What follows belongs to an exercise in optimizing a design on an open flow for small area, a short achievable clock period and few clock cycles; a production flow would make more cautious choices. The RTL was checked by simulation tests, not by an equivalence proof against the original design.

==> flow/design.v <==
module aes_sbox (input wire [7:0] x, output wire [7:0] y);
    wire M1, M2, M3, M4, M5, M6, M7, M8, M9, M10, M11, M12, M13, M14, M15, M16, M17, M18, M19, M20, M21, M22, M23, T1, T2, T3, T4, T5, T6, T7, T8, T9, T10, T11, T12, T13, T14, T15, T16, T17, T18, T19, T20, T21, T22, T23, T24, T25, T26, T27, X0, X1, X2, X3, X4, X5, X6, X7, X8, X9, X10, X11, X12, X13, X14, X15, X16, X17, X18, X19, X20, X21, X22, X23, X24, X25, X26, X27, X28, X29;
    wire E0, E1, E2, E3;
    wire U0 = x[7], U1 = x[6], U2 = x[5], U3 = x[4], U4 = x[3], U5 = x[2], U6 = x[1], U7 = x[0];
    cm_xor2 g_T1 (.a(U0), .b(U3), .y(T1));
    cm_xor2 g_T2 (.a(U0), .b(U5), .y(T2));
    cm_xor2 g_T3 (.a(U0), .b(U6), .y(T3));
    cm_xor2 g_T4 (.a(U3), .b(U5), .y(T4));
    cm_xor2 g_T5 (.a(U4), .b(U6), .y(T5));
    cm_xor2 g_T6 (.a(T1), .b(T5), .y(T6));
    cm_xor2 g_T7 (.a(U1), .b(U2), .y(T7));
    cm_xor2 g_T8 (.a(U7), .b(T6), .y(T8));
    cm_xor2 g_T9 (.a(U7), .b(T7), .y(T9));
    cm_xor2 g_T10 (.a(T6), .b(T7), .y(T10));
    cm_xor2 g_T11 (.a(U1), .b(U5), .y(T11));
    cm_xor2 g_T12 (.a(U2), .b(U5), .y(T12));
    cm_xor2 g_T13 (.a(T3), .b(T4), .y(T13));
    cm_xor2 g_T14 (.a(T6), .b(T11), .y(T14));
    cm_xor2 g_T15 (.a(T5), .b(T11), .y(T15));
    cm_xor2 g_T16 (.a(T5), .b(T12), .y(T16));
    cm_xor2 g_T17 (.a(T9), .b(T16), .y(T17));
    cm_xor2 g_T18 (.a(U3), .b(U7), .y(T18));
    cm_xor2 g_T19 (.a(T7), .b(T18), .y(T19));
    cm_xor2 g_T20 (.a(T1), .b(T19), .y(T20));
    cm_xor2 g_T21 (.a(U6), .b(U7), .y(T21));
    cm_xor2 g_T22 (.a(T7), .b(T21), .y(T22));
    cm_xor2 g_T23 (.a(T2), .b(T22), .y(T23));
    cm_xor2 g_T24 (.a(T2), .b(T10), .y(T24));
    cm_xor2 g_T25 (.a(T20), .b(T17), .y(T25));
    cm_xor2 g_T26 (.a(T3), .b(T16), .y(T26));
    cm_xor2 g_T27 (.a(T1), .b(T12), .y(T27));
    cm_nand2 g_M1 (.a(T13), .b(T6), .y(M1));
    cm_nand2 g_M2 (.a(T23), .b(T8), .y(M2));
    cm_xnor2 g_M3 (.a(T14), .b(M1), .y(M3));
    cm_nand2 g_M4 (.a(T19), .b(U7), .y(M4));
    cm_xor2 g_M5 (.a(M4), .b(M1), .y(M5));
    cm_nand2 g_M6 (.a(T3), .b(T16), .y(M6));
    cm_nand2 g_M7 (.a(T22), .b(T9), .y(M7));
    cm_xnor2 g_M8 (.a(T26), .b(M6), .y(M8));
    cm_nand2 g_M9 (.a(T20), .b(T17), .y(M9));
    cm_xor2 g_M10 (.a(M9), .b(M6), .y(M10));
    cm_nand2 g_M11 (.a(T1), .b(T15), .y(M11));
    cm_nand2 g_M12 (.a(T4), .b(T27), .y(M12));
    cm_xor2 g_M13 (.a(M12), .b(M11), .y(M13));
    cm_nand2 g_M14 (.a(T2), .b(T10), .y(M14));
    cm_xor2 g_M15 (.a(M14), .b(M11), .y(M15));
    cm_xnor2 g_M16 (.a(M3), .b(M2), .y(M16));
    cm_xor2 g_M17 (.a(M5), .b(T24), .y(M17));
    cm_xnor2 g_M18 (.a(M8), .b(M7), .y(M18));
    cm_xor2 g_M19 (.a(M10), .b(M15), .y(M19));
    cm_xor2 g_M20 (.a(M16), .b(M13), .y(M20));
    cm_xor2 g_M21 (.a(M17), .b(M15), .y(M21));
    cm_xor2 g_M22 (.a(M18), .b(M13), .y(M22));
    cm_xor2 g_M23 (.a(M19), .b(T25), .y(M23));
    cm_xor2 g_X0 (.a(T14), .b(T26), .y(X0));
    cm_xor2 g_X1 (.a(U3), .b(U1), .y(X1));
    cm_xor2 g_X2 (.a(T25), .b(T24), .y(X2));
    cm_xor2 g_X3 (.a(T2), .b(T8), .y(X3));
    cm_xor2 g_X4 (.a(T10), .b(U2), .y(X4));
    cm_xor2 g_X5 (.a(T8), .b(T14), .y(X5));
    cm_xor2 g_X6 (.a(T8), .b(X1), .y(X6));
    cm_xor2 g_X7 (.a(T14), .b(X1), .y(X7));
    cm_xor2 g_X8 (.a(T16), .b(X2), .y(X8));
    cm_xor2 g_X9 (.a(T16), .b(T2), .y(X9));
    cm_xor2 g_X10 (.a(T4), .b(T12), .y(X10));
    cm_xor2 g_X11 (.a(T14), .b(T24), .y(X11));
    cm_xor2 g_X12 (.a(T12), .b(X6), .y(X12));
    cm_xor2 g_X13 (.a(X8), .b(U6), .y(X13));
    cm_xor2 g_X14 (.a(U6), .b(T18), .y(X14));
    cm_xor2 g_X15 (.a(T14), .b(T2), .y(X15));
    cm_xor2 g_X16 (.a(X14), .b(T2), .y(X16));
    cm_xor2 g_X17 (.a(T19), .b(X9), .y(X17));
    cm_xor2 g_X18 (.a(X17), .b(U0), .y(X18));
    cm_xor2 g_X19 (.a(T7), .b(U5), .y(X19));
    cm_xor2 g_X20 (.a(T14), .b(T22), .y(X20));
    cm_xor2 g_X21 (.a(X14), .b(T8), .y(X21));
    cm_xor2 g_X22 (.a(T21), .b(T12), .y(X22));
    cm_xor2 g_X23 (.a(U5), .b(T22), .y(X23));
    cm_xor2 g_X24 (.a(T21), .b(T23), .y(X24));
    cm_xor2 g_X25 (.a(X11), .b(T19), .y(X25));
    cm_xor2 g_X26 (.a(T26), .b(T11), .y(X26));
    cm_xor2 g_X27 (.a(T16), .b(X18), .y(X27));
    cm_xor2 g_X28 (.a(X13), .b(U7), .y(X28));
    cm_xor2 g_X29 (.a(X25), .b(T26), .y(X29));
    aes_gf16_inv u_inv (.d({M20, M21, M22, M23}), .e({E0, E1, E2, E3}));
    wire P0; cm_nand2 g_P0 (.a(E0), .b(X1), .y(P0));
    wire P1; cm_nand2 g_P1 (.a(E1), .b(X12), .y(P1));
    wire P2; cm_nand2 g_P2 (.a(E2), .b(X26), .y(P2));
    wire P3; cm_nand2 g_P3 (.a(E3), .b(X25), .y(P3));
    wire P4; cm_nand2 g_P4 (.a(E0), .b(T24), .y(P4));
    wire P5; cm_nand2 g_P5 (.a(E1), .b(X11), .y(P5));
    wire P6; cm_nand2 g_P6 (.a(E2), .b(X0), .y(P6));
    wire P7; cm_nand2 g_P7 (.a(E3), .b(X2), .y(P7));
    wire P8; cm_nand2 g_P8 (.a(E0), .b(X20), .y(P8));
    wire P9; cm_nand2 g_P9 (.a(E1), .b(X13), .y(P9));
    wire P10; cm_nand2 g_P10 (.a(E2), .b(X5), .y(P10));
    wire P11; cm_nand2 g_P11 (.a(E3), .b(X24), .y(P11));
    wire P12; cm_nand2 g_P12 (.a(E0), .b(X9), .y(P12));
    wire P13; cm_nand2 g_P13 (.a(E1), .b(X18), .y(P13));
    wire P14; cm_nand2 g_P14 (.a(E2), .b(X21), .y(P14));
    wire P15; cm_nand2 g_P15 (.a(E3), .b(X19), .y(P15));
    wire P16; cm_nand2 g_P16 (.a(E0), .b(X6), .y(P16));
    wire P17; cm_nand2 g_P17 (.a(E1), .b(X27), .y(P17));
    wire P18; cm_nand2 g_P18 (.a(E2), .b(X14), .y(P18));
    wire P19; cm_nand2 g_P19 (.a(E3), .b(X8), .y(P19));
    wire P20; cm_nand2 g_P20 (.a(E0), .b(X29), .y(P20));
    wire P21; cm_nand2 g_P21 (.a(E1), .b(X16), .y(P21));
    wire P22; cm_nand2 g_P22 (.a(E2), .b(X4), .y(P22));
    wire P23; cm_nand2 g_P23 (.a(E3), .b(X22), .y(P23));
    wire P24; cm_nand2 g_P24 (.a(E0), .b(X28), .y(P24));
    wire P25; cm_nand2 g_P25 (.a(E1), .b(X4), .y(P25));
    wire P26; cm_nand2 g_P26 (.a(E2), .b(X10), .y(P26));
    wire P27; cm_nand2 g_P27 (.a(E3), .b(X15), .y(P27));
    wire P28; cm_nand2 g_P28 (.a(E0), .b(X23), .y(P28));
    wire P29; cm_nand2 g_P29 (.a(E1), .b(X17), .y(P29));
    wire P30; cm_nand2 g_P30 (.a(E2), .b(X3), .y(P30));
    wire P31; cm_nand2 g_P31 (.a(E3), .b(X7), .y(P31));
    wire Q0_0; cm_xor2 g_Q0_0 (.a(P0), .b(P1), .y(Q0_0));
    wire Q0_1; cm_xor2 g_Q0_1 (.a(P2), .b(P3), .y(Q0_1));
    cm_xor2 g_S0 (.a(Q0_0), .b(Q0_1), .y(y[7]));
    wire Q1_0; cm_xor2 g_Q1_0 (.a(P4), .b(P5), .y(Q1_0));
    wire Q1_1; cm_xor2 g_Q1_1 (.a(P6), .b(P7), .y(Q1_1));
    cm_xnor2 g_S1 (.a(Q1_0), .b(Q1_1), .y(y[6]));
    wire Q2_0; cm_xor2 g_Q2_0 (.a(P8), .b(P9), .y(Q2_0));
    wire Q2_1; cm_xor2 g_Q2_1 (.a(P10), .b(P11), .y(Q2_1));
    cm_xnor2 g_S2 (.a(Q2_0), .b(Q2_1), .y(y[5]));
    wire Q3_0; cm_xor2 g_Q3_0 (.a(P12), .b(P13), .y(Q3_0));
    wire Q3_1; cm_xor2 g_Q3_1 (.a(P14), .b(P15), .y(Q3_1));
    cm_xor2 g_S3 (.a(Q3_0), .b(Q3_1), .y(y[4]));
    wire Q4_0; cm_xor2 g_Q4_0 (.a(P16), .b(P17), .y(Q4_0));
    wire Q4_1; cm_xor2 g_Q4_1 (.a(P18), .b(P19), .y(Q4_1));
    cm_xor2 g_S4 (.a(Q4_0), .b(Q4_1), .y(y[3]));
    wire Q5_0; cm_xor2 g_Q5_0 (.a(P20), .b(P21), .y(Q5_0));
    wire Q5_1; cm_xor2 g_Q5_1 (.a(P22), .b(P23), .y(Q5_1));
    cm_xor2 g_S5 (.a(Q5_0), .b(Q5_1), .y(y[2]));
    wire Q6_0; cm_xor2 g_Q6_0 (.a(P24), .b(P25), .y(Q6_0));
    wire Q6_1; cm_xor2 g_Q6_1 (.a(P26), .b(P27), .y(Q6_1));
    cm_xnor2 g_S6 (.a(Q6_0), .b(Q6_1), .y(y[1]));
    wire Q7_0; cm_xor2 g_Q7_0 (.a(P28), .b(P29), .y(Q7_0));
    wire Q7_1; cm_xor2 g_Q7_1 (.a(P30), .b(P31), .y(Q7_1));
    cm_xnor2 g_S7 (.a(Q7_0), .b(Q7_1), .y(y[0]));
endmodule
module aes_gf16_inv (input wire [3:0] d, output wire [3:0] e);
    wire [3:0] v = d ^ 4'b0000;
    wire M20 = v[3], M21 = v[2], M22 = v[1], M23 = v[0];
    wire M24 = M22 ^ M23;
    wire M25 = M22 & M20;
    wire M26 = M21 ^ M25;
    wire M27 = M20 ^ M21;
    wire M28 = M23 ^ M25;
    wire M29 = M28 & M27;
    wire M30 = M26 & M24;
    wire M31 = M20 & M23;
    wire M32 = M27 & M31;
    wire M33 = M27 ^ M25;
    wire M34 = M21 & M22;
    wire M35 = M24 & M34;
    wire M36 = M24 ^ M25;
    wire M37 = M21 ^ M29;
    wire M38 = M32 ^ M33;
    wire M39 = M23 ^ M30;
    wire M40 = M35 ^ M36;
    assign e = {M37, M38, M39, M40};
endmodule
module cm_xor2 (input wire a, input wire b, output wire y);
    assign y = a ^ b;
endmodule
module cm_xnor2 (input wire a, input wire b, output wire y);
    assign y = ~(a ^ b);
endmodule
module cm_nand2 (input wire a, input wire b, output wire y);
    assign y = ~(a & b);
endmodule
module cm_nor2 (input wire a, input wire b, output wire y);
    assign y = ~(a | b);
endmodule
module cm_mux2i (input wire a, input wire b, input wire s, output wire y);
    assign y = ~(s ? b : a);
endmodule
module aes_round (
    input  wire [127:0] state_in,
    input  wire [127:0] round_key,
    output wire [127:0] shifted,      
    output wire [127:0] mixed_n       
);
    wire [127:0] sub;
    genvar i, j, b;
    generate
        for (i = 0; i < 16; i = i + 1) begin : g_sub
            aes_sbox u_sbox (.x(state_in[127 - 8*i -: 8]), .y(sub[127 - 8*i -: 8]));
        end
        for (i = 0; i < 16; i = i + 1) begin : g_shift
            assign shifted[127 - 8*i -: 8] = sub[127 - 8*(((i / 4 + i % 4) % 4) * 4 + i % 4) -: 8];
        end
        for (i = 0; i < 4; i = i + 1) begin : g_mix
            wire [7:0] a [0:3];
            wire [7:0] p [0:3];
            wire [7:0] x [0:3];
            wire [7:0] q [0:3];
            wire [7:0] k [0:3];
            for (j = 0; j < 4; j = j + 1) begin : g_byte
                assign a[j] = shifted[127 - 32*i - 8*j -: 8];
            end
            for (j = 0; j < 4; j = j + 1) begin : g_col
                for (b = 0; b < 8; b = b + 1) begin : g_bit
                    cm_xor2 u_p (.a(a[j][b]), .b(a[(j + 1) % 4][b]), .y(p[j][b]));
                end
                assign x[j][7] = p[j][6];
                assign x[j][6] = p[j][5];
                assign x[j][5] = p[j][4];
                cm_xor2 u_x4 (.a(p[j][3]), .b(p[j][7]), .y(x[j][4]));
                cm_xor2 u_x3 (.a(p[j][2]), .b(p[j][7]), .y(x[j][3]));
                assign x[j][2] = p[j][1];
                cm_xor2 u_x1 (.a(p[j][0]), .b(p[j][7]), .y(x[j][1]));
                assign x[j][0] = p[j][7];
            end
            for (j = 0; j < 4; j = j + 1) begin : g_out
                for (b = 0; b < 8; b = b + 1) begin : g_bit
                    cm_xor2  u_k (.a(a[(j + 1) % 4][b]), .b(round_key[127 - 32*i - 8*j - (7 - b)]), .y(k[j][b]));
                    cm_xor2  u_q (.a(k[j][b]), .b(p[(j + 2) % 4][b]), .y(q[j][b]));
                    cm_xnor2 u_o (.a(q[j][b]), .b(x[j][b]), .y(mixed_n[127 - 32*i - 8*j - (7 - b)]));
                end
            end
        end
    endgenerate
endmodule
module aes_key_step (
    input  wire [127:0] key_in,
    input  wire [7:0]   rcon,
    output wire [127:0] key_out
);
    wire [31:0] w0 = key_in[127:96];
    wire [31:0] w1 = key_in[95:64];
    wire [31:0] w2 = key_in[63:32];
    wire [31:0] w3 = key_in[31:0];
    wire [31:0] sw;
    aes_sbox u_s0 (.x(w3[23:16]), .y(sw[31:24]));
    aes_sbox u_s1 (.x(w3[15:8]),  .y(sw[23:16]));
    aes_sbox u_s2 (.x(w3[7:0]),   .y(sw[15:8]));
    aes_sbox u_s3 (.x(w3[31:24]), .y(sw[7:0]));
    wire [31:0] w0r = w0 ^ {rcon, 24'd0};
    wire [31:0] c12, c123, n0, n1, n2, n3;
    genvar i;
    generate
        for (i = 0; i < 32; i = i + 1) begin : g_x
            cm_xor2 u_c12  (.a(w1[i]),   .b(w2[i]), .y(c12[i]));
            cm_xor2 u_c123 (.a(c12[i]),  .b(w3[i]), .y(c123[i]));
            cm_xor2 u_n0   (.a(w0r[i]),  .b(sw[i]), .y(n0[i]));
            cm_xor2 u_n1   (.a(n0[i]),   .b(w1[i]), .y(n1[i]));
            cm_xor2 u_n2   (.a(n0[i]),   .b(c12[i]), .y(n2[i]));
            cm_xor2 u_n3   (.a(n0[i]),   .b(c123[i]), .y(n3[i]));
        end
    endgenerate
    assign key_out = {n0, n1, n2, n3};
endmodule
module dsl_cmac (
    input  wire         clk,
    input  wire         rst_n,         
    input  wire         key_load,
    input  wire [127:0] key,
    input  wire         in_valid,
    output wire         in_ready,
    input  wire [31:0]  in_data,
    input  wire         in_last,
    input  wire [1:0]   in_nbytes,     
    output reg          tag_valid,
    output wire [127:0] tag
);
    reg  [127:0] key_r;         
    reg          kz;            
    reg  [127:0] k1;            
    reg  [127:0] aes_st;        
    reg  [127:0] rk;            
    reg  [3:0]   rnd;           
    reg          kmode;         
    reg          waitx;         
    reg          cur_last;      
    reg  [95:0]  buf_w;
    reg  [1:0]   bcnt;          
    reg          bpad;          
    reg          bpad80;        
    reg          bvirt;         
    reg          blast;         
    reg          bkey;          
    reg          c_mix;         
    reg          c_shift;       
    reg          c_hold;        
    reg          c_rk;          
    reg          c_buf;         
    reg          c_ks_key;      
    reg          c_ks_rk;       
    reg          c_kfin;        
    reg          c_kl;          
    reg  [7:0]   rcon;          
    wire bfull3 = (bcnt == 2'd3);
    assign in_ready = bfull3 ? (c_buf && !bvirt) : !bpad;
    assign tag      = aes_st;
    wire take     = in_valid && in_ready;
    wire take_buf = take && !bfull3;
    wire load     = c_buf && (bvirt || in_valid);
    reg [31:0] wport;           
    always @* begin
        wport = in_data;
        if (in_last) begin
            case (in_nbytes)
                2'd0: wport = {in_data[31:24], 8'h80, 16'h0};
                2'd1: wport = {in_data[31:16], 8'h80, 8'h0};
                2'd2: wport = {in_data[31:8],  8'h80};
                default: wport = in_data;
            endcase
        end
    end
    wire [31:0] wpadw = {bpad80, 31'd0};                     
    reg  [31:0] kword;          
    always @* begin
        case (bcnt)
            2'd0: kword = key_r[127:96];
            2'd1: kword = key_r[95:64];
            default: kword = key_r[63:32];
        endcase
        if (kz)
            kword = 32'd0;
    end
    wire [31:0] kword3 = kz ? 32'd0 : key_r[31:0];
    wire [31:0]  w3     = (bvirt ? wpadw : wport) ^ kword3;
    wire         last3  = bvirt ? blast : in_last;
    wire         whole3 = !bvirt && (in_nbytes == 2'd3);   
    wire [127:0] k2     = {k1[126:0], 1'b0} ^ (k1[127] ? 128'h87 : 128'h0);
    wire [127:0] bufop  = {buf_w, w3} ^ (last3 ? (whole3 ? k1 : k2) : 128'h0);
    wire [127:0] shifted, mixed_n;
    aes_round u_rd (.state_in(aes_st), .round_key(rk), .shifted(shifted), .mixed_n(mixed_n));
    wire [127:0] opb = (c_rk ? rk : 128'h0) ^ (load ? bufop : 128'h0);
    wire [127:0] oth = (c_shift ? shifted : 128'h0) | (c_hold ? aes_st : 128'h0);
    wire [127:0] oth_n, st_next;
    genvar gi;
    generate
        for (gi = 0; gi < 128; gi = gi + 1) begin : g_st
            cm_xnor2 u_x (.a(oth[gi]), .b(opb[gi]), .y(oth_n[gi]));
            cm_mux2i u_a (.a(oth_n[gi]), .b(mixed_n[gi]), .s(c_mix), .y(st_next[gi]));
        end
    endgenerate
    wire [127:0] rk_next;
    wire [127:0] ks_in = (c_ks_key ? key_r : 128'h0) | (c_ks_rk ? rk : 128'h0);
    aes_key_step u_ks (.key_in(ks_in), .rcon(rcon), .key_out(rk_next));
    wire [127:0] l_dbl = {aes_st[126:0], 1'b0} ^ (aes_st[127] ? 128'h87 : 128'h0);
    wire fin     = c_shift;     
    wire running = c_rk;        
    wire restart = key_load || !rst_n;    
    reg  [3:0] n_rnd;
    reg        n_kz, n_kmode, n_waitx, n_cur_last;
    reg  [1:0] n_bcnt;
    reg        n_bpad, n_bpad80, n_bvirt, n_blast, n_bkey;
    always @* begin
        n_kz    = key_load ? 1'b0 : kz;
        n_kmode = load ? bkey : (fin ? 1'b0 : kmode);
        n_rnd   = load ? 4'd1 : ((fin || !running) ? 4'd0 : rnd + 4'd1);
        n_cur_last = load ? last3 : cur_last;
        n_waitx = (fin && !cur_last && !kmode && !load) ? 1'b1 : (load ? 1'b0 : waitx);
        n_bcnt   = bcnt;
        n_bpad   = bpad;
        n_bpad80 = bpad80;
        n_bvirt  = bvirt;
        n_blast  = blast;
        n_bkey   = bkey;
        if (load) begin
            n_bcnt  = 2'd0;
            n_bvirt = 1'b0;
            n_blast = 1'b0;
            n_bkey  = 1'b0;
        end else if (take_buf || bpad) begin
            n_bcnt = bcnt + 2'd1;
            if (bcnt == 2'd2)
                n_bpad = 1'b0;
            else if (take_buf && in_last)
                n_bpad = 1'b1;
            n_bpad80 = take_buf && in_last && (in_nbytes == 2'd3);
            if (take_buf && in_last) begin
                n_bvirt = 1'b1;
                n_blast = 1'b1;
            end
        end
        if (restart) begin
            n_rnd = 4'd0;  n_kmode = 1'b0;  n_waitx = 1'b0;  n_cur_last = 1'b0;
            n_bcnt = 2'd0; n_bpad = 1'b1;   n_bpad80 = 1'b0; n_bvirt = 1'b1;
            n_blast = 1'b0; n_bkey = 1'b1;
        end
        if (!rst_n)
            n_kz = 1'b1;
    end
    wire n_fin     = (n_rnd == 4'd10);
    wire n_running = (n_rnd != 4'd0);
    wire n_ready   = (n_bcnt == 2'd3);
    wire n_ld_idle = !n_running && n_ready && !c_kfin;
    wire n_ld_fin  = n_fin && !n_cur_last && !n_kmode && n_ready;
    wire n_load    = n_ld_idle || n_ld_fin;
    reg  [7:0] n_rcon;
    always @* begin
        case (n_load ? 4'd1 : n_rnd + 4'd1)
            4'd1:  n_rcon = 8'h01;
            4'd2:  n_rcon = 8'h02;
            4'd3:  n_rcon = 8'h04;
            4'd4:  n_rcon = 8'h08;
            4'd5:  n_rcon = 8'h10;
            4'd6:  n_rcon = 8'h20;
            4'd7:  n_rcon = 8'h40;
            4'd8:  n_rcon = 8'h80;
            4'd9:  n_rcon = 8'h1b;
            4'd10: n_rcon = 8'h36;
            default: n_rcon = 8'h00;
        endcase
    end
    always @(posedge clk) begin
        if (take_buf || bpad)
            buf_w <= {buf_w[63:0], (bpad ? wpadw : wport) ^ kword};
        aes_st <= st_next;
        rk     <= rk_next;
        if (c_kl)
            k1 <= l_dbl;
    end
    always @(posedge clk) begin
        rnd      <= n_rnd;
        kz       <= n_kz;
        kmode    <= n_kmode;
        waitx    <= n_waitx;
        cur_last <= n_cur_last;
        bcnt     <= n_bcnt;
        bpad     <= n_bpad;
        bpad80   <= n_bpad80;
        bvirt    <= n_bvirt;
        blast    <= n_blast;
        bkey     <= n_bkey;
        c_mix    <= n_running && !n_fin;
        c_shift  <= n_fin;
        c_hold   <= n_waitx && !n_running;
        c_rk     <= n_running;
        c_buf    <= n_load;
        c_ks_key <= n_load && !n_kz;
        c_ks_rk  <= !n_load;
        c_kfin   <= n_fin && n_kmode;
        c_kl     <= c_kfin && !restart;
        rcon     <= n_rcon;
        if (key_load)
            key_r <= key;
        if (!rst_n)
            tag_valid <= 1'b0;
        else
            tag_valid <= fin && cur_last && !kmode;
    end
endmodule
==> flow/flow/run.sh <==
#!/bin/bash
set -eu -o pipefail
bash standard.sh synth > synth.log 2>&1
bash standard.sh "BUFFER_PORTS_ARGS=-buffer_cell sky130_fd_sc_hd__buf_1" finish > layout.log 2>&1
==> flow/standard.sh <==
#!/bin/bash
# synth_recipe.tcl (not shown) runs the flow's synth.tcl, then flattens the netlist and writes it again
# the make line also repeats each setting of config.mk as NAME=value (left out here)
make -C /OpenROAD-flow-scripts/flow DESIGN_CONFIG=/design/flow/config.mk WORK_HOME=/design/flow/orfs CLKGATE_MAP_FILE= SYNTH_SCRIPT=/design/flow/synth_recipe.tcl "${@:-finish}"
==> flow/config.mk <==
export PLATFORM = sky130hd
export DESIGN_NAME = dsl_cmac
export DESIGN_NICKNAME = dsl_cmac
export VERILOG_FILES = /design/flow/design.v
export SDC_FILE = /design/flow/constraint.sdc
export NUM_CORES = 8
export LEC_CHECK = 0
export CAP_MARGIN = 20
export CORE_MARGIN = 2
export CORE_UTILIZATION = 40
export CTS_BUF_LIST = sky130_fd_sc_hd__clkbuf_8 sky130_fd_sc_hd__clkbuf_16
export CTS_CLUSTER_DIAMETER = 100
export CTS_CLUSTER_SIZE = 20
export PLACE_DENSITY = 0.7
export SETUP_SLACK_MARGIN = 5.0
export SLEW_MARGIN = 20
export SYNTH_HIERARCHICAL = 1
export SYNTH_MINIMUM_KEEP_SIZE = 0
==> flow/constraint.sdc <==
create_clock -name core_clock -period 10.0 [get_ports {clk}]
set_input_delay 2.0000 -clock core_clock [delete_from_list [all_inputs] [get_ports {clk}]]
set_output_delay 2.0000 -clock core_clock [all_outputs]
set_load 0.01 [all_outputs]
==> results of run 1 <==
[per-stage QoR]
stage | instance area [µm²] | cells | hold slack [ns]
finish | 70600 | 8717 | 0.468
global route | 70600 | 8716 | 0.496
CTS | 66700 | 8607 | 0.474
detailed placement | 61200 | 8486 | 0.459
global placement | 61200 | 8486 | 0.447
floorplan | 59600 | 6576 | 0.420
[cells in the final DEF, fill, tap and decap left out, drive strengths merged, types with 2 or more instances in the layout]
| cell type | n |
|---|---|
| dfxtp | 289 |
| a21o | 20 |
| nor2 | 149 |
| clkinv | 5 |
| nor3 | 5 |
| a211oi | 3 |
| a21oi | 165 |
| nand3 | 2 |
| inv | 38 |
| a211o | 40 |
| and3 | 20 |
| a22o | 256 |
| ha | 12 |
| nand2 | 1304 |
| nand2b | 24 |
| nor2b | 98 |
| a21boi | 3 |
| xnor2 | 738 |
| o22ai | 3 |
| xor2 | 2405 |
| o21ai | 8 |
| mux2i | 133 |
| nor3b | 25 |
| buf | 509 |
| a22oi | 33 |
| clkbuf | 46 |
| nor4b | 41 |
| o32a | 20 |
| edfxtp | 352 |
| o22a | 20 |
| and2 | 4 |
[synthesized netlist by cell type, types with 2 or more instances]
library cell | n | area (µm²)
and2_1 | 4 | 25.0
nor2_1 | 149 | 559
edfxtp_1 | 352 | 10600
nand2b_1 | 23 | 144
clkbuf_1 | 83 | 312
xor2_1 | 2398 | 21000
buf_6 | 28 | 315
ha_1 | 12 | 150
o22ai_1 | 2 | 12.5
nor3b_1 | 23 | 173
a211o_1 | 40 | 350
buf_2 | 39 | 195
nor3_1 | 3 | 15.0
nor3_2 | 2 | 20.0
a21oi_2 | 50 | 438
mux2i_1 | 133 | 1330
nand2_2 | 2 | 12.5
xnor2_1 | 737 | 6450
nand2_1 | 1302 | 4890
buf_4 | 212 | 1590
buf_1 | 19 | 71.3
xor2_2 | 2 | 32.5
and3_1 | 20 | 125
o22a_1 | 20 | 175
o32a_1 | 20 | 200
a22o_1 | 256 | 2240
dfxtp_1 | 289 | 5790
a21oi_1 | 115 | 576
a22oi_1 | 33 | 248
nor3b_4 | 2 | 37.5
a21o_1 | 20 | 150
a211oi_1 | 3 | 22.5
nor2b_1 | 98 | 613
o21ai_0 | 6 | 30.0
a21boi_1 | 2 | 15.0
inv_1 | 12 | 45.0
nor4b_1 | 40 | 350
[final cells by class]
| type | count | area share [%] |
|---|---|---|
| Tap cell | 1930 | 3.42 |
| Clock buffer | 44 | 1.54 |
| Sequential cell | 641 | 23.4 |
| Antenna cell | 1 | 0.00354 |
| Multi-Input combinational cell | 5546 | 66.7 |
| Timing Repair Buffer | 511 | 4.52 |
| Clock inverter | 31 | 0.291 |
| Inverter | 13 | 0.0798 |
[critical path, delay by kind of cell, from the launching register on]
family | cells | cell delay (ns)
multiplexers | 1 | 0.10
flip-flops | 1 | 0.62
AND/OR/NAND/NOR | 2 | 0.24
AO/OA/AOI/OAI | 2 | 0.56
buffers and inverters | 2 | 0.33
XOR/XNOR | 11 | 2.88
[modules after synthesis, one instance, submodules excluded, a selection]
module / cell area (µm²) / times used
dsl_cmac: 27800 / 1
cm_xor2: 8.76 / 2364
cm_nand2: 3.75 / 820
cm_xnor2: 8.76 / 416
cm_mux2i: 10.0 / 128
aes_key_step: 70.1 / 1
aes_gf16_inv: 149 / 20
[flip-flops by register name (all words and copies together) (netlist names), 2 cells and up]
| register | count |
|---|---|
| rk | 128 |
| rnd | 4 |
| rcon | 8 |
| aes_st | 128 |
| k1 | 128 |
| bcnt | 2 |
| buf_w | 96 |
| key_r | 128 |
[how the worst min path moves through the flow]
stage / start / to / slack [ns] / depth (start not counted)
floorplan: c_kfin$_DFF_P_ / c_kl$_DFF_P_ / 0.42 / 1
global placement: waitx$_DFF_P_ / waitx$_DFF_P_ / 0.45 / 2
detailed placement: buf_w[51]$_DFFE_PN_ / buf_w[83]$_DFFE_PN_ / 0.46 / 0
CTS: bkey$_SDFFE_PP1P_ / bkey$_SDFFE_PP1P_ / 0.47 / 2
global route: buf_w[29]$_DFFE_PN_ / buf_w[61]$_DFFE_PN_ / 0.50 / 0
finish: bkey$_SDFFE_PP1P_ / bkey$_SDFFE_PP1P_ / 0.47 / 2
[repair_timing]
action	CTS	global route
pin swaps	25	53
hold buffers	0	0
setup buffers	46	103
endpoints found under the setup margin	256	256
gates resized for setup	544	404
cloned	0	6
[cells by family after synthesis]
kind of cell,Yosys count
xor+xnor,3139
flops,641
simple gates,1679
buf+inv,394
fa+ha+maj,12
compound gates,578
mux,133
[layer usage]
metal | global-route usage [%] | part of all wire [%]
met4 | 18.0 | 8.0
met1 | 36.0 | 39
met5 | 0 | 0.0072
met2 | 41.8 | 44
met3 | 4.90 | 9.3
==> summary.txt, run 1 <==
Route
  – Residual DRC: 0
  – DRT antenna net count: 0
  – Vias: 47.8k
  – Initial drt markers: 5694
  – Via density: 5.49
  – First-pass DRT Iterations: 6
  – Final wirelength: 221000 µm
  – Drt wl/cell: 25.4 µm

Synthesis
  – Flops & latches, synth: 641
  – Largest family of logic cells by synthesized area: XOR/XNOR gates
  – Post-synthesis compound-gate area fraction: 7.67%
  – Syn_area_per_cell: 9.06 µm²
  – Post-Synth Simple-Gate Area: 11.9%
  – Post-Synth XOR/XNOR Area: 46.2%
  – Multiplexer share of the synthesized area: 2.23%
  – Adder-cell area share of the yosys netlist: 0.252%
  – Post-Synthesis Cells: 6576
  – Syn_nets: 6755
  – Cell Area, Synth: 59600 µm²
  – Ys Warns: 8
  – Count of cell types in the netlist: 62
  – Ys flop type: edfxtp_1
  – Asr flop ratio synth: 0%
  – Number of enable flip-flop cells after synthesis: 352
  – Sequential area share after synthesis: 27.5%

Critical path
  – Critical Path Fanout Max: 8
  – Slowest Stage Delay on Critical Path: 0.62 ns
  – CP Capture Type: register
  – CP Launch Type: register
  – Slowest-stage cell, CP: dfxtp_1
  – CP arrival: 5.41 ns
  – Worst R2R Setup Slack: 5.06 ns
  – WS Path Type: register to register
  – Critical path data required time: 10.47 ns
  – CP dominant cell by count: xor2_1
  – Reg-to-reg endpoint: aes_st[55]$_DFF_P_
  – FF-to-FF path depth: 18
  – CP cell instances: xor2_4 > xor2_2 > xor2_1 > nand2_1 > xor2_1 > xor2_1 > xor2_2 > buf_4 > a21o_1 > a211o_2 > nand2_1 > xor2_1 > xor2_4 > buf_12 > xor2_4 > xor2_1 > xnor2_1 > mux2i_1
  – CP Capture Point: aes_st[55]$_DFF_P_
  – Worst setup path startpoint: aes_st[70]$_DFF_P_
  – Reg2reg start: aes_st[70]$_DFF_P_

Clocking
  – Clk Latency, worst-skew pair: 0.66 ns
  – Clock Tree Buf Depth: 3
  – Num CTS Buffers: 41
  – CTS H-tree lvls: 2
  – CTS tree: yes
  – CTS Sinks: 641
  – Clock-pin slew on the worst setup and hold paths: 0.09 ns
  – CTS Root Cell: clkbuf_16

STA
  – Period utilization: 49.4%
  – Slew headroom: 23.6%
  – Setup TNS: 0 ns
  – Endpoints failing hold: 0
  – Clock Skews: 0.0461 ns
  – Max Freq: 0.203 GHz
  – Final WS setup: 5.06 ns
  – RSZ-0062 raised after global routing: yes
  – Slew Viols, Final: 0
  – Final min period: 4.94 ns
  – Worst Tran Pin Value: 1.15 ns
  – Final setup vio count: 0

Placed design
  – Pre-CTS setup slack: 3.78 ns
  – DP HPWL: 165000 µm
  – RePlAce Congestion: 1.03
  – PortBufs: 296

Run
  – Maxcap violations: 0

Die
  – Die width: 390 µm
  – Die ar.: 152000 µm²
  – Initial cell density of the core: 40.3%
  – Chip height: 390 µm
  – Row cnt: 141
  – Top Ports: 297
  – Total core area: 148000 µm²

Min path
  – Min-Delay Path Class: register to register

Final layout
  – FF/Latch Area: 16500 µm²
  – Multi-input logic area: 47100 µm²
  – Share of cells above drive strength 1: 16.1%
  – Nets: 6933
  – FILL cells: 13.4k
  – Core Util, Final: 47.7%
  – Syn-to-layout area delta: 18.5%

Status
  – Status: finished clean

GRT
  – Total GRT Usage: 27.6%
  – Number of global-route vias before repair: 45.3k
  – GRT overflow: 0
  – Largest net degree at the start of global routing: 139
  – First-pass GRT wire length: 311000 µm
  – Initial antenna violation count: 10
Testbench counts, summed over its fixed seeds: cycles 77,494.
==> inputs of run 2 (changes only) <==
--- a/flow/config.mk
+++ b/flow/config.mk
@@ -11,7 +11,7 @@
 export CTS_BUF_LIST = sky130_fd_sc_hd__clkbuf_8 sky130_fd_sc_hd__clkbuf_16
 export CTS_CLUSTER_DIAMETER = 100
 export CTS_CLUSTER_SIZE = 20
-export PLACE_DENSITY = 0.7
+export PLACE_DENSITY = 0.6
 export SETUP_SLACK_MARGIN = 5.0
 export SLEW_MARGIN = 20
 export SYNTH_HIERARCHICAL = 1
==> run 2 against run 1 <==
Cell area down 0.70%. Routed wire length up 1.5%. Critical endpoint is now aes_st[109]$_DFF_P_. Highest routed layer unchanged. Register-to-register slack better by 0.03 ns. Setup slack better by 0.027 ns. Sequential share of layout area up 0.15 points. Non-clock buffer count up 6.
==> summary.txt, run 2 <==
STA
  – Clock Skews: 0.0420 ns (-0.00408 ns)
  – Slew Viols, Final: 0 (unchanged)
  – Final min period: 4.91 ns (-0.0267 ns)
  – RSZ-0062 raised after global routing: yes
  – Max Freq: 0.204 GHz (+0.54%)
  – Endpoints failing hold: 0 (unchanged)
  – Setup TNS: 0 ns (unchanged)
  – Final setup vio count: 0 (unchanged)
  – Period utilization: 49.1% (-0.27 points)
  – Slew headroom: 17.7% (-5.9 points)
  – Worst Tran Pin Value: 1.23 ns (+0.0856 ns)

Synthesis
  – Post-synth top cells: xor2_1, nand2_1, xnor2_1, edfxtp_1, dfxtp_1
  – Flops & latches, synth: 641 (unchanged)
  – Cell Area, Synth: 59600 µm² (unchanged)
  – Sequential area share after synthesis: 27.5% (unchanged)
  – Synth area leaders: xor2_1, edfxtp_1, xnor2_1, dfxtp_1, nand2_1
  – Ys Warns: 8 (unchanged)
  – Cell taking the most area after synthesis: xor2_1
  – Count of cell types in the netlist: 62 (unchanged)
  – Share of the synthesized area in the top cell type: 35.3% (unchanged)
  – Syn_area_per_cell: 9.06 µm² (unchanged)
  – Ys flop type: edfxtp_1
  – Asr flop ratio synth: 0% (unchanged)
  – Cell with the most instances after synthesis: xor2_1
  – Number of enable flip-flop cells after synthesis: 352 (unchanged)
  – Syn_nets: 6755 (unchanged)
  – Post-Synthesis Cells: 6576 (unchanged)

Die
  – Die ar.: 152000 µm² (unchanged)
  – Row cnt: 141 (unchanged)
  – Chip height: 390 µm (unchanged)
  – Top Ports: 297 (unchanged)
  – Initial cell density of the core: 40.3% (unchanged)
  – Total core area: 148000 µm² (unchanged)
  – Die width: 390 µm (unchanged)

Route
  – DRT antenna net count: 0 (unchanged)
  – Drt wl/cell: 25.7 µm (+1.5%)
  – Residual DRC: 0 (unchanged)
  – Vias: 47.5k (-0.69%)
  – First-pass DRT Iterations: 8 (+2)
  – Via density: 5.45 (-0.71%)
  – Initial drt markers: 4930 (-13%)
  – Final wirelength: 224000 µm (+1.5%)

Final layout
  – Syn-to-layout area delta: 17.7%
  – Nets: 6936 (+0.043%)
  – Multi-input logic area: 46700 µm² (-0.83%)
  – Commonest non-fill, non-tap cell in the layout: xor2_1
  – Share of cells above drive strength 1: 15.7% (-0.44 points)
  – FF/Latch Area: 16500 µm² (about the same)
  – Final instance area: 70100 µm² (-0.70%)
  – FILL cells: 13.8k (+2.8%)
  – Most frequent cells in the layout: xor2_1, nand2_1, xnor2_1

Placed design
  – DP HPWL: 172000 µm (+3.9%)
  – PortBufs: 296 (unchanged)
  – Post-DP Area: 61200 µm² (about the same)
  – RePlAce Congestion: 1.03 (about the same)

GRT
  – First-pass GRT wire length: 315000 µm (+1.5%)
  – GRT overflow: 0 (unchanged)
  – Number of global-route vias before repair: 44.8k (-0.98%)
  – Largest net degree at the start of global routing: 138 (-0.72%)
  – Total GRT Usage: 28.2% (+0.63 points)
  – Initial antenna violation count: 12 (+2)

Run
  – Maxcap violations: 0 (unchanged)

Clocking
  – CTS tree: yes
  – CTS Root Cell: clkbuf_16
  – Clock-pin slew on the worst setup and hold paths: 0.09 ns (about the same)
  – Clk Latency, worst-skew pair: 0.65 ns (about the same)
  – CTS Sinks: 641 (unchanged)
  – Hold bufs inserted after CTS: 0 (unchanged)
  – CTS H-tree lvls: 2 (unchanged)
  – Clock Tree Buf Depth: 3 (unchanged)
  – Num CTS Buffers: 40 (-2.4%)

Critical path
  – Critical Path Fanout Max: 8 (unchanged)
  – CP Launch Type: register
  – Critical path data required time: 10.49 ns (+0.02 ns)
  – Worst R2R Setup Slack: 5.09 ns (+0.03 ns)
  – WS Path Type: register to register
  – CP arrival: 5.40 ns (about the same)
  – CP Capture Type: register

Min path
  – Min-Delay Path Class: register to register

Status
  – Status: finished clean
[run 2: cell count changes in the layout (fill, tap and decap cells not counted), sizes merged]
cell,change
bufbuf,+1
clkinv,-2
buf,+5
inv,-1
bufinv,+1
xor2,-2
clkbuf,-1
[run 2: path summary, 6_finish.rpt]
| path | startpoint | to | cells after the start |
|---|---|---|---|
| worst max-delay path | aes_st[84]$_DFF_P_ | aes_st[109]$_DFF_P_ | 18 |
| worst min-delay path | bkey$_SDFFE_PP1P_ | bkey$_SDFFE_PP1P_ | 2 |
| worst max register to register | aes_st[84]$_DFF_P_ | aes_st[109]$_DFF_P_ | 18 |
| worst min register to register | bkey$_SDFFE_PP1P_ | bkey$_SDFFE_PP1P_ | 2 |
[run 2: kinds of logic after synthesis]
group	share of synthesized area, %
DFF	27.5
xor gates and xnor gates	46.2
adders and majority gates	0.252
and+or+nand+nor	11.9
buffers and inverters	4.26
muxes	2.23
AOI/OAI and AO/OA	7.67
[run 2: metal layers]
layer,track usage [%],vias to the layer above,share of wire [%]
met2,43.7,2365,45
met1,37.5,23500,40
li1,-,21100,-
met5,0,-,0.016
met4,15.7,6,6.7
met3,4.38,499,8.5
[run 2: repair_timing]
item,4_1_cts,5_1_grt
setup buffers,57,98
resized for setup,520,368
cloned,1,4
pin swaps,24,65
setup endpoints to repair,260,261
[run 2: critical path: stages, from the launching register on]
cell and delay (ns):
dfxtp_1 0.50, buf_4 0.27, xor2_1 0.37, xor2_2 0.32, xor2_1 0.26, nand2_1 0.09, xor2_1 0.16, xor2_1 0.24
xor2_2 0.26, buf_4 0.16, nor2b_1 0.14, o22a_1 0.36, nand2_1 0.12, xor2_1 0.18, xnor2_2 0.44, xor2_1 0.42
xor2_1 0.23, xnor2_1 0.16, mux2i_1 0.09
[run 2: metrics by stage]
stage	cells	util, %	setup slack [ns]	hold slack, ns
5_1_grt	8718	47.4	4.87	0.494
3_5_place_dp	8485	41.4	3.70	0.446
6_report	8718	47.4	5.09	0.464
4_1_cts	8615	45.0	5.00	0.466
2_1_floorplan	6576	-	5.18	0.420
3_3_place_gp	8485	41.4	3.88	0.436
[run 2: cell type report]
cell class	instances	share of cell area [%]
Tap cell	1930	3.45
Antenna cell	1	0.00357
Sequential cell	641	23.6
Clock inverter	29	0.275
Multi-Input combinational cell	5544	66.6
Timing Repair Buffer	517	4.47
Clock buffer	43	1.52
Inverter	13	0.0803
[run 2: per-module statistics from Yosys (local to each module, per instance), excerpt]
module	flip-flops and latches	cells inside	area, µm²
aes_gf16_inv	0	19	149
cm_nand2	0	1	3.75
cm_xor2	0	1	8.76
aes_key_step	0	8	70.1
cm_mux2i	0	1	10.0
dsl_cmac	641	2460	27800
cm_xnor2	0	1	8.76
==> inputs of run 3 (changes only) <==
--- a/flow/config.mk
+++ b/flow/config.mk
@@ -16,3 +16,4 @@
 export SLEW_MARGIN = 20
 export SYNTH_HIERARCHICAL = 1
 export SYNTH_MINIMUM_KEEP_SIZE = 0
+export TNS_END_PERCENT = 80
==> run 3 against run 2 <==
Cell count about the same. Synthesized area did not move. Critical endpoint unchanged. Register-to-register slack is essentially flat. Still clean on timing, DRC and antenna. Critical path type unchanged. Setup slack better by 0.0053 ns.
==> summary.txt, run 3 <==
STA
  – Setup TNS: 0 ns (unchanged)
  – Slew headroom: 14.4% (-3.3 points)
  – Max Freq: 0.204 GHz (+0.11%)
  – Period utilization: 49.1% (-0.053 points)
  – RSZ-0062 raised after global routing: yes
  – Final min period: 4.91 ns (-0.00532 ns)
  – Clock Skews: 0.0422 ns (+0.000129 ns)
  – Endpoints failing hold: 0 (unchanged)
  – Final setup vio count: 0 (unchanged)
  – Slew Viols, Final: 0 (unchanged)
  – Final WS setup: 5.09 ns (+0.00532 ns)
  – Worst Tran Pin Value: 1.28 ns (+0.0495 ns)

Synthesis
  – Cell taking the most area after synthesis: xor2_1
  – Cell with the most instances after synthesis: xor2_1
  – Share of the synthesized area in the top cell type: 35.3% (unchanged)
  – Post-Synth XOR/XNOR Area: 46.2% (unchanged)
  – Flops & latches, synth: 641 (unchanged)
  – Sequential area share after synthesis: 27.5% (unchanged)
  – Number of enable flip-flop cells after synthesis: 352 (unchanged)
  – Post-Synthesis Cells: 6576 (unchanged)
  – Count of cell types in the netlist: 62 (unchanged)
  – Multiplexer share of the synthesized area: 2.23% (unchanged)
  – Asr flop ratio synth: 0% (unchanged)
  – Largest family of logic cells by synthesized area: XOR/XNOR gates
  – Cell Area, Synth: 59600 µm² (unchanged)
  – Synth area leaders: xor2_1, edfxtp_1, xnor2_1, dfxtp_1, nand2_1
  – Post-Synth Simple-Gate Area: 11.9% (unchanged)
  – Post-synthesis compound-gate area fraction: 7.67% (unchanged)
  – Post-synth top cells: xor2_1, nand2_1, xnor2_1, edfxtp_1, dfxtp_1
  – Syn_area_per_cell: 9.06 µm² (unchanged)
  – Ys Warns: 8 (unchanged)
  – Ys flop type: edfxtp_1
  – Syn_nets: 6755 (unchanged)
  – Adder-cell area share of the yosys netlist: 0.252% (unchanged)

GRT
  – First-pass GRT wire length: 315000 µm (about the same)
  – Total GRT Usage: 28.2% (about the same)
  – Largest net degree at the start of global routing: 138 (unchanged)
  – Initial antenna violation count: 14 (+2)
  – GRT overflow: 0 (unchanged)
  – Number of global-route vias before repair: 44.8k (-0.076%)

Clocking
  – CTS tree: yes
  – Clk Latency, worst-skew pair: 0.65 ns (about the same)
  – CTS Sinks: 641 (unchanged)
  – Num CTS Buffers: 40 (unchanged)
  – Clock-pin slew on the worst setup and hold paths: 0.09 ns (about the same)
  – CTS H-tree lvls: 2 (unchanged)
  – CTS Root Cell: clkbuf_16
  – Clock Tree Buf Depth: 3 (unchanged)

Route
  – DRT antenna net count: 0 (unchanged)
  – Final wirelength: 224000 µm (about the same)
  – Via density: 5.43 (-0.32%)
  – Drt wl/cell: 25.7 µm (about the same)
  – Initial drt markers: 4785 (-2.9%)
  – First-pass DRT Iterations: 6 (-2)
  – Residual DRC: 0 (unchanged)
  – Vias: 47.3k (-0.35%)

Final layout
  – Commonest non-fill, non-tap cell in the layout: xor2_1
  – Final instance area: 70100 µm² (about the same)
  – Syn-to-layout area delta: 17.7% (about the same)
  – Nets: 6934 (-0.029%)
  – Share of cells above drive strength 1: 15.7% (about the same)
  – Most frequent cells in the layout: xor2_1, nand2_1, xnor2_1

Critical path
  – Reg2reg start: aes_st[84]$_DFF_P_
  – CP Launch Type: register
  – WS Path Type: register to register
  – CP arrival: 5.40 ns (about the same)
  – Slowest-stage cell, CP: dfxtp_1
  – CP dominant cell by count: xor2_1
  – FF-to-FF path depth: 18 (unchanged)
  – Reg-to-reg endpoint: aes_st[109]$_DFF_P_
  – Worst R2R Setup Slack: 5.09 ns (about the same)
  – CP Capture Point: aes_st[109]$_DFF_P_
  – Critical path data required time: 10.49 ns (about the same)
  – Worst setup path startpoint: aes_st[84]$_DFF_P_
  – CP cell instances: buf_4 > xor2_1 > xor2_2 > xor2_1 > nand2_1 > xor2_1 > xor2_1 > xor2_2 > buf_4 > nor4b_1 > a211o_1 > nand2_1 > xor2_1 > xnor2_2 > xor2_1 > xor2_1 > xnor2_1 > mux2i_1
  – Critical Path Fanout Max: 8 (unchanged)
  – Slowest Stage Delay on Critical Path: 0.50 ns (about the same)
  – CP Capture Type: register

Die
  – Chip height: 390 µm (unchanged)
  – Die ar.: 152000 µm² (unchanged)
  – Top Ports: 297 (unchanged)
  – Row cnt: 141 (unchanged)
  – Die width: 390 µm (unchanged)
  – Initial cell density of the core: 40.3% (unchanged)
  – Total core area: 148000 µm² (unchanged)

Placed design
  – Pre-CTS setup slack: 3.70 ns (unchanged)
  – DP HPWL: 172000 µm (unchanged)
  – RePlAce Congestion: 1.03 (unchanged)
  – PortBufs: 296 (unchanged)
  – Post-DP Area: 61200 µm² (unchanged)

Status
  – Status: finished clean

Run
  – Maxcap violations: 0 (unchanged)

Min path
  – Min-Delay Path Class: register to register
## run 3: changes by cell type in the layout (fill, tap and decap cells not counted)
| cell | before | now |
|---|---|---|
| xnor2_2 | 54 | 53 |
| dfxtp_2 | 89 | 88 |
| xor2_2 | 336 | 334 |
| xor2_4 | 152 | 155 |
| xnor2_4 | 5 | 6 |
| buf_12 | 20 | 18 |
| dfxtp_4 | 17 | 18 |
| a211o_2 | 11 | 12 |
| a211o_1 | 29 | 28 |
| buf_4 | 192 | 191 |
## run 3: routing by layer
metal	vias up	global-route usage, %	wire length, µm
li1	21100	-	-
met1	23400	37.6	90500
met2	2329	43.6	99600
met3	485	4.28	18800
met4	10	15.8	15300
met5	-	0	68
## run 3: Yosys stat by module (local to each module, per instance), a selection
| module | copies in the design | flip-flops and latches | cells inside | cell area [µm²] |
|---|---|---|---|---|
| aes_gf16_inv | 20 | 0 | 19 | 149 |
| aes_key_step | 1 | 0 | 8 | 70.1 |
| cm_mux2i | 128 | 0 | 1 | 10.0 |
| cm_nand2 | 820 | 0 | 1 | 3.75 |
| cm_xnor2 | 416 | 0 | 1 | 8.76 |
| cm_xor2 | 2364 | 0 | 1 | 8.76 |
| dsl_cmac | 1 | 641 | 2460 | 27800 |
## run 3: area by class of cell
cell class                 instances  area [µm²]
clock inverter                    29         193
timing repair buffer             514        3090
inverter                          13        56.3
antenna                            1        2.50
multi-input combinational       5545       46800
fill                           13800       77700
clock buffer                      43        1060
sequential                       641       16500
tap                             1930        2410
## run 3: timing repair
item | 4_1_cts | 5_1_grt
hold buffers | 0 | 0
gates cloned | 1 | 5
pin swaps | 23 | 64
endpoints found under the setup margin | 260 | 262
setup buffers | 54 | 98
gates resized for setup | 515 | 380
## run 3: critical path, delay by kind of cell, from the launching register on
family                    cells  cell delay, ns
and+or+nand+nor               3            0.46
DFF                           1            0.50
muxes                         1            0.09
buffers and inverters         2            0.44
AOI/OAI and AO/OA             1            0.32
xor gates and xnor gates     11            2.94
## run 3: kinds of logic after synthesis
logic type,count (synthesis)
xor+xnor,3139
fa+ha+maj,12
compound gates,578
flops,641
mux,133
buf+inv,394
simple gates,1679
## run 3: worst min path at each step
stage,from,endpoint,slack (ns),cells past startpoint
3_5_place_dp,c_kfin$_DFF_P_,c_kl$_DFF_P_,0.45,1
4_1_cts,bkey$_SDFFE_PP1P_,bkey$_SDFFE_PP1P_,0.47,2
5_1_grt,c_kfin$_DFF_P_,c_kl$_DFF_P_,0.49,1
3_3_place_gp,c_kfin$_DFF_P_,c_kl$_DFF_P_,0.44,1
6_report,bkey$_SDFFE_PP1P_,bkey$_SDFFE_PP1P_,0.46,2
2_1_floorplan,c_kfin$_DFF_P_,c_kl$_DFF_P_,0.42,1
## run 3: through the flow
| stage | utilization, % | hold slack [ns] | cells |
|---|---|---|---|
| final | 47.4 | 0.463 | 8716 |
| after global routing | 47.4 | 0.494 | 8716 |
| after CTS | 45.0 | 0.466 | 8612 |
| after detailed placement | 41.4 | 0.446 | 8485 |
| after global placement | 41.4 | 0.436 | 8485 |
| after floorplan | - | 0.420 | 6576 |
==> inputs of run 4 (changes only) <==
--- a/flow/config.mk
+++ b/flow/config.mk
@@ -16,4 +16,4 @@
 export SLEW_MARGIN = 20
 export SYNTH_HIERARCHICAL = 1
 export SYNTH_MINIMUM_KEEP_SIZE = 0
-export TNS_END_PERCENT = 80
+export TNS_END_PERCENT = 50
==> run 4 against run 3 <==
Still clean on timing, DRC and antenna. Global-route usage decreased by 0.051 points. Via count decreased by 0.50%. Worst hold slack about the same. Cell area decreased by 0.12%. Critical path depth decreased by 3. Count of clock-buffer cells in the layout unchanged. Flip-flop and latch count unchanged. Clock skew decreased by 0.00065 ns. Die area unchanged.
==> summary.txt, run 4 <==
Status
  – Status: finished clean

Critical path
  – CP dominant cell by count: xor2_1
  – CP arrival: 5.41 ns (about the same)
  – Critical Path Fanout Max: 38 (+30)
  – Slowest-stage cell, CP: dfxtp_4
  – CP cell instances: buf_16 > a22o_2 > xor2_4 > xor2_4 > xor2_2 > nand2_1 > xnor2_1 > xor2_1 > nor4b_1 > a211o_1 > nand2_1 > xor2_1 > xnor2_1 > xor2_1 > xor2_1
  – CP Launch Type: register
  – Slowest Stage Delay on Critical Path: 0.54 ns (+0.04 ns)
  – CP Capture Type: register
  – Critical path data required time: 10.54 ns (+0.05 ns)
  – WS Path Type: register to register

Placed design
  – RePlAce Congestion: 1.03 (unchanged)
  – DP HPWL: 172000 µm (unchanged)
  – PortBufs: 296 (unchanged)

Clocking
  – CTS Sinks: 641 (unchanged)
  – CTS Root Cell: clkbuf_16
  – CTS H-tree lvls: 2 (unchanged)
  – Num CTS Buffers: 40 (unchanged)
  – CTS tree: yes
  – Clock-pin slew on the worst setup and hold paths: 0.09 ns (about the same)
  – Clk Latency, worst-skew pair: 0.65 ns (about the same)
  – Clock Tree Buf Depth: 3 (unchanged)

Synthesis
  – Count of cell types in the netlist: 62 (unchanged)
  – Post-Synthesis Cells: 6576 (unchanged)
  – Ys flop type: edfxtp_1
  – Asr flop ratio synth: 0% (unchanged)
  – Share of the synthesized area in the top cell type: 35.3% (unchanged)
  – Syn_area_per_cell: 9.06 µm² (unchanged)
  – Post-synth top cells: xor2_1, nand2_1, xnor2_1, edfxtp_1, dfxtp_1
  – Sequential area share after synthesis: 27.5% (unchanged)
  – Cell taking the most area after synthesis: xor2_1
  – Number of enable flip-flop cells after synthesis: 352 (unchanged)
  – Cell Area, Synth: 59600 µm² (unchanged)
  – Flops & latches, synth: 641 (unchanged)
  – Ys Warns: 8 (unchanged)
  – Cell with the most instances after synthesis: xor2_1
  – Synth area leaders: xor2_1, edfxtp_1, xnor2_1, dfxtp_1, nand2_1
  – Syn_nets: 6755 (unchanged)

Die
  – Die ar.: 152000 µm² (unchanged)
  – Initial cell density of the core: 40.3% (unchanged)
  – Top Ports: 297 (unchanged)
  – Row cnt: 141 (unchanged)
  – Chip height: 390 µm (unchanged)
  – Total core area: 148000 µm² (unchanged)
  – Die width: 390 µm (unchanged)

STA
  – Worst Tran Pin Value: 1.22 ns (-0.0579 ns)
  – Slew Viols, Final: 0 (unchanged)
  – Max Freq: 0.205 GHz (+0.76%)
  – Period utilization: 48.7% (-0.37 points)
  – Slew headroom: 18.3% (+3.9 points)
  – Clock Skews: 0.0415 ns (-0.000649 ns)
  – Setup TNS: 0 ns (unchanged)
  – Endpoints failing hold: 0 (unchanged)
  – Final setup vio count: 0 (unchanged)
  – RSZ-0062 raised after global routing: yes
  – Final min period: 4.87 ns (-0.0369 ns)

Route
  – Residual DRC: 0 (unchanged)
  – DRT antenna net count: 0 (unchanged)
  – Vias: 47.1k (-0.50%)
  – Final wirelength: 224000 µm (-0.12%)
  – Initial drt markers: 4924 (+2.9%)
  – Drt wl/cell: 25.7 µm (about the same)
  – Routed met3 length: 19500 µm (+3.7%)
  – First-pass DRT Iterations: 6 (unchanged)
  – Via density: 5.41 (-0.36%)
  – DR top layer: met5
  – WL met1: 89600 µm (-1.0%)
  – WL met2: 100000 µm (+0.65%)

GRT
  – Largest net degree at the start of global routing: 138 (unchanged)
  – Initial antenna violation count: 12 (-2)
  – GRT overflow: 0 (unchanged)
  – Number of global-route vias before repair: 44.7k (-0.29%)
  – Total GRT Usage: 28.1% (-0.051 points)
  – First-pass GRT wire length: 315000 µm (-0.19%)

Min path
  – Min-Delay Path Class: register to register

Final layout
  – Nets: 6919 (-0.22%)
  – Most frequent cells in the layout: xor2_1, nand2_1, xnor2_1
  – Share of cells above drive strength 1: 15.5% (-0.16 points)
  – FF/Latch Area: 16500 µm² (about the same)
  – Commonest non-fill, non-tap cell in the layout: xor2_1
  – Core Util, Final: 47.4% (-0.058 points)
  – Multi-input logic area: 46700 µm² (about the same)
  – Syn-to-layout area delta: 17.6%
  – FILL cells: 13.8k (-0.094%)

Run
  – Maxcap violations: 0 (unchanged)
-- run 4: cell counts after synthesis --
No cell type changed its count.
-- run 4: repair_timing --
action | in CTS | in global routing
endpoints found under the hold margin | 0 | 0
gates cloned | 1 | 4
setup endpoints to repair | 260 | 262
hold buffers | 0 | 0
pin swaps | 18 | 62
resized for setup | 490 | 406
setup buffers | 44 | 94
-- run 4: modules after synthesis (local to each module, per instance), excerpt --
| module | flip-flops and latches | cell area [µm²] | times used |
|---|---|---|---|
| cm_xnor2 | 0 | 8.76 | 416 |
| aes_key_step | 0 | 70.1 | 1 |
| dsl_cmac | 641 | 27800 | 1 |
| aes_gf16_inv | 0 | 149 | 20 |
| cm_xor2 | 0 | 8.76 | 2364 |
| cm_nand2 | 0 | 3.75 | 820 |
-- run 4: layer usage --
layer / vias up / global-route usage, %
met3: 436 / 4.65
met2: 2178 / 43.7
met5: - / 0
li1: 21100 / -
met4: 6 / 15.5
met1: 23400 / 37.3
-- run 4: final timing paths --
kind                                   startpoint                end  slack (ns)  cells past startpoint
worst max-delay path             c_ks_key$_DFF_P_     rk[56]$_DFF_P_        5.13                     15
worst max register to register   c_ks_key$_DFF_P_     rk[56]$_DFF_P_        5.13                     15
worst min register to register  bkey$_SDFFE_PP1P_  bkey$_SDFFE_PP1P_        0.46                      2
worst min-delay path            bkey$_SDFFE_PP1P_  bkey$_SDFFE_PP1P_        0.46                      2
-- run 4: cells by family (layout without fill, tap and decap cells) --
logic type	count (synthesis)	after routing	share of synthesized area, %
flip-flops	641	641	27.5
buffers and inverters	394	585	4.26
AO/OA/AOI/OAI	578	578	7.67
adder cells (fa/ha/maj)	12	12	0.252
other	0	4	0
AND/OR/NAND/NOR	1679	1679	11.9
XOR/XNOR	3139	3142	46.2
multiplexers	133	133	2.23
-- run 4: layout make-up --
type	count	area share [%]
Clock inverter	29	0.275
Inverter	13	0.0804
Timing Repair Buffer	500	4.31
Tap cell	1930	3.45
Antenna cell	4	0.0143
Multi-Input combinational cell	5544	66.7
Clock buffer	43	1.52
Sequential cell	641	23.6
-- run 4: critical path: cells and delay by family, from the launching register on --
family | cells | cell delay (ns)
AOI/OAI and AO/OA | 2 | 0.70
buffers and inverters | 1 | 0.27
xor gates and xnor gates | 9 | 2.67
DFF | 1 | 0.54
and+or+nand+nor | 3 | 0.55
-- run 4: stage by stage --
step | worst slack, ns | std cells | hold WS (ns) | instance area [µm²]
6_report | 5.13 | 8704 | 0.463 | 70000
5_1_grt | 4.84 | 8701 | 0.494 | 70000
4_1_cts | 4.88 | 8602 | 0.466 | 66300
3_5_place_dp | 3.70 | 8485 | 0.446 | 61200
3_3_place_gp | 3.88 | 8485 | 0.436 | 61200
2_1_floorplan | 5.18 | 6576 | 0.420 | 59600
==> inputs of run 5 (changes only) <==
--- a/flow/config.mk
+++ b/flow/config.mk
@@ -11,8 +11,8 @@
 export CTS_BUF_LIST = sky130_fd_sc_hd__clkbuf_8 sky130_fd_sc_hd__clkbuf_16
 export CTS_CLUSTER_DIAMETER = 100
 export CTS_CLUSTER_SIZE = 20
-export PLACE_DENSITY = 0.6
-export SETUP_SLACK_MARGIN = 5.0
+export PLACE_DENSITY = 0.55
+export SETUP_SLACK_MARGIN = 5
 export SLEW_MARGIN = 20
 export SYNTH_HIERARCHICAL = 1
 export SYNTH_MINIMUM_KEEP_SIZE = 0
==> run 5 against run 4 <==
Synthesized cell count unchanged. Global-route usage rose by 0.60 points. Cell area rose by 0.98%. Flip-flop and latch count stayed put. Via count decreased by 1.3%. Sequential share of layout area decreased by 0.21 points. Routed wire length up 2.0%. Die area is the same. Count of clock-buffer cells in the layout grew 1. Utilization up 0.46 points. Critical endpoint is now aes_st[64]$_DFF_P_.
==> summary.txt, run 5 <==
Status
  – Status: finished clean

Route
  – Final wirelength: 228000 µm (+2.0%)
  – Vias: 46.5k (-1.3%)
  – Via density: 5.32 (-1.6%)
  – DRT antenna net count: 0 (unchanged)
  – Drt wl/cell: 26.2 µm (+1.7%)
  – First-pass DRT Iterations: 5 (-1)
  – Residual DRC: 0 (unchanged)

Final layout
  – Commonest non-fill, non-tap cell in the layout: xor2_1
  – Nets: 6945 (+0.38%)
  – Share of cells above drive strength 1: 16.3% (+0.75 points)
  – Final instance area: 70700 µm² (+0.98%)

Critical path
  – CP cell instances: buf_4 > xor2_4 > xor2_4 > xor2_2 > nand2_1 > xor2_2 > xor2_1 > xor2_2 > buf_4 > nor4b_1 > a211o_2 > nand2_1 > xor2_1 > xnor2_2 > xor2_1 > xor2_1 > xnor2_1 > mux2i_1
  – FF-to-FF path depth: 18 (+3)
  – Critical Path Fanout Max: 9 (-76%)
  – CP Capture Type: register
  – CP Launch Type: register
  – Critical path data required time: 10.47 ns (-0.07 ns)

Clocking
  – CTS Root Cell: clkbuf_16
  – CTS tree: yes
  – Clock Tree Buf Depth: 3 (unchanged)
  – Clock-pin slew on the worst setup and hold paths: 0.09 ns (about the same)

STA
  – Final min period: 4.91 ns (+0.0410 ns)
  – Worst Tran Pin Value: 1.14 ns (-0.0785 ns)
  – Max Freq: 0.204 GHz (-0.83%)
  – Endpoints failing hold: 0 (unchanged)
  – Slew headroom: 23.5% (+5.2 points)
  – Period utilization: 49.1% (+0.41 points)
  – Slew Viols, Final: 0 (unchanged)

Synthesis
  – Cell taking the most area after synthesis: xor2_1
  – Cell Area, Synth: 59600 µm² (unchanged)
  – Syn_nets: 6755 (unchanged)
  – Cell with the most instances after synthesis: xor2_1
  – Flops & latches, synth: 641 (unchanged)
  – Post-Synthesis Cells: 6576 (unchanged)
  – Post-synth top cells: xor2_1, nand2_1, xnor2_1, edfxtp_1, dfxtp_1
  – Number of enable flip-flop cells after synthesis: 352 (unchanged)
  – Count of cell types in the netlist: 62 (unchanged)

GRT
  – Number of global-route vias before repair: 44.1k (-1.4%)
  – GRT overflow: 0 (unchanged)
  – Total GRT Usage: 28.7% (+0.60 points)

Die
  – Chip height: 390 µm (unchanged)
  – Die width: 390 µm (unchanged)
  – Die ar.: 152000 µm² (unchanged)
  – Top Ports: 297 (unchanged)

Min path
  – Hold path start: aes_st[39]$_DFF_P_

Placed design
  – DP HPWL: 176000 µm (+2.5%)
  – RePlAce Congestion: 0.995 (-3.3%)
  – PortBufs: 296 (unchanged)
run 5: cell counts after synthesis:
No cell type changed its count.
run 5: logic make-up (layout without fill, tap and decap cells):
group	count (synthesis)	after routing	share of synthesized area, %
simple gates	1679	1679	11.9
buf+inv	394	609	4.26
flops	641	641	27.5
xor+xnor	3139	3146	46.2
compound gates	578	578	7.67
other cells	0	1	0
mux	133	133	2.23
fa+ha+maj	12	12	0.252
run 5: modules after synthesis (local to each module, per instance), a selection:
module | area, µm² | cells inside
dsl_cmac | 27800 | 2460
aes_gf16_inv | 149 | 19
aes_key_step | 70.1 | 8
cm_mux2i | 10.0 | 1
cm_xor2 | 8.76 | 1
cm_nand2 | 3.75 | 1
run 5: cell type report:
type	count	area, µm²
Inverter	13	56.3
Antenna cell	1	2.50
Multi-Input combinational cell	5548	47100
Sequential cell	641	16600
Fill cell	13800	77100
Clock inverter	32	225
Clock buffer	44	1090
Tap cell	1930	2410
Timing Repair Buffer	520	3280
run 5: repair_timing:
item / CTS / global route
hold buffers: 0 / 0
buffers inserted: 57 / 98
cloned: 0 / 8
gates resized for setup: 550 / 394
pin swaps: 36 / 60
setup endpoints to repair: 256 / 257
run 5: routing by layer:
| metal | part of all wire (%) | routed length, µm | vias to the layer above | GRT usage [%] |
|---|---|---|---|---|
| li1 | - | - | 21100 | - |
| met1 | 43 | 97800 | 23200 | 39.4 |
| met4 | 5.2 | 11900 | 4 | 13.0 |
| met5 | 0.011 | 26 | - | 0 |
| met3 | 6.4 | 14600 | 342 | 2.99 |
| met2 | 46 | 104000 | 1820 | 45.6 |
run 5: final timing paths:
path                        end  slack (ns)
max          aes_st[64]$_DFF_P_        5.09
min            k1[40]$_DFFE_PP_        0.45
max reg2reg  aes_st[64]$_DFF_P_        5.09
min reg2reg    k1[40]$_DFFE_PP_        0.45
run 5: through the flow:
stage,hold slack [ns],setup slack [ns],instances
floorplan,0.420,5.18,6576
global placement,0.420,3.51,8489
detailed placement,0.427,3.58,8489
CTS,0.447,4.91,8622
global route,0.460,4.86,8728
finish,0.447,5.09,8729

==> static timing again, ports no longer ideal <==
Ports are ideal in the flow. The routed layouts listed here were re-timed in OpenROAD. Step 1, drivers: a clkbuf_16 drives clk and a buf_2 each remaining input, both assumed. Step 2 moves the port delays by t, midway between the first and last clock arrival at a register: inputs arrive t later, outputs are due t later. That takes back most of the time a late clock gives input paths. Slacks: no drivers / after step 1 / after step 2; pairs: no drivers / after step 1.
run	shift t [ns]	slack for setup (ns)	latest minus earliest clock arrival (ns)	worst register clock-pin slew, ns
run 1	0.710	5.063 / 5.063 / 4.542	0.047 / 0.048	0.10 / 0.10
run 2	0.713	5.089 / 5.089 / 4.526	0.042 / 0.042	0.10 / 0.10
run 3	0.710	5.095 / 5.095 / 4.529	0.042 / 0.043	0.10 / 0.10
run 4	0.713	5.132 / 5.132 / 4.538	0.043 / 0.042	0.10 / 0.10
run 5	0.713	5.091 / 5.091 / 4.476	0.042 / 0.042	0.10 / 0.10
After both steps every run listed still meets setup and hold. The setup slack of run 5, which loses most, moves by 0.000 ns with the drivers and by -0.615 ns with both steps.
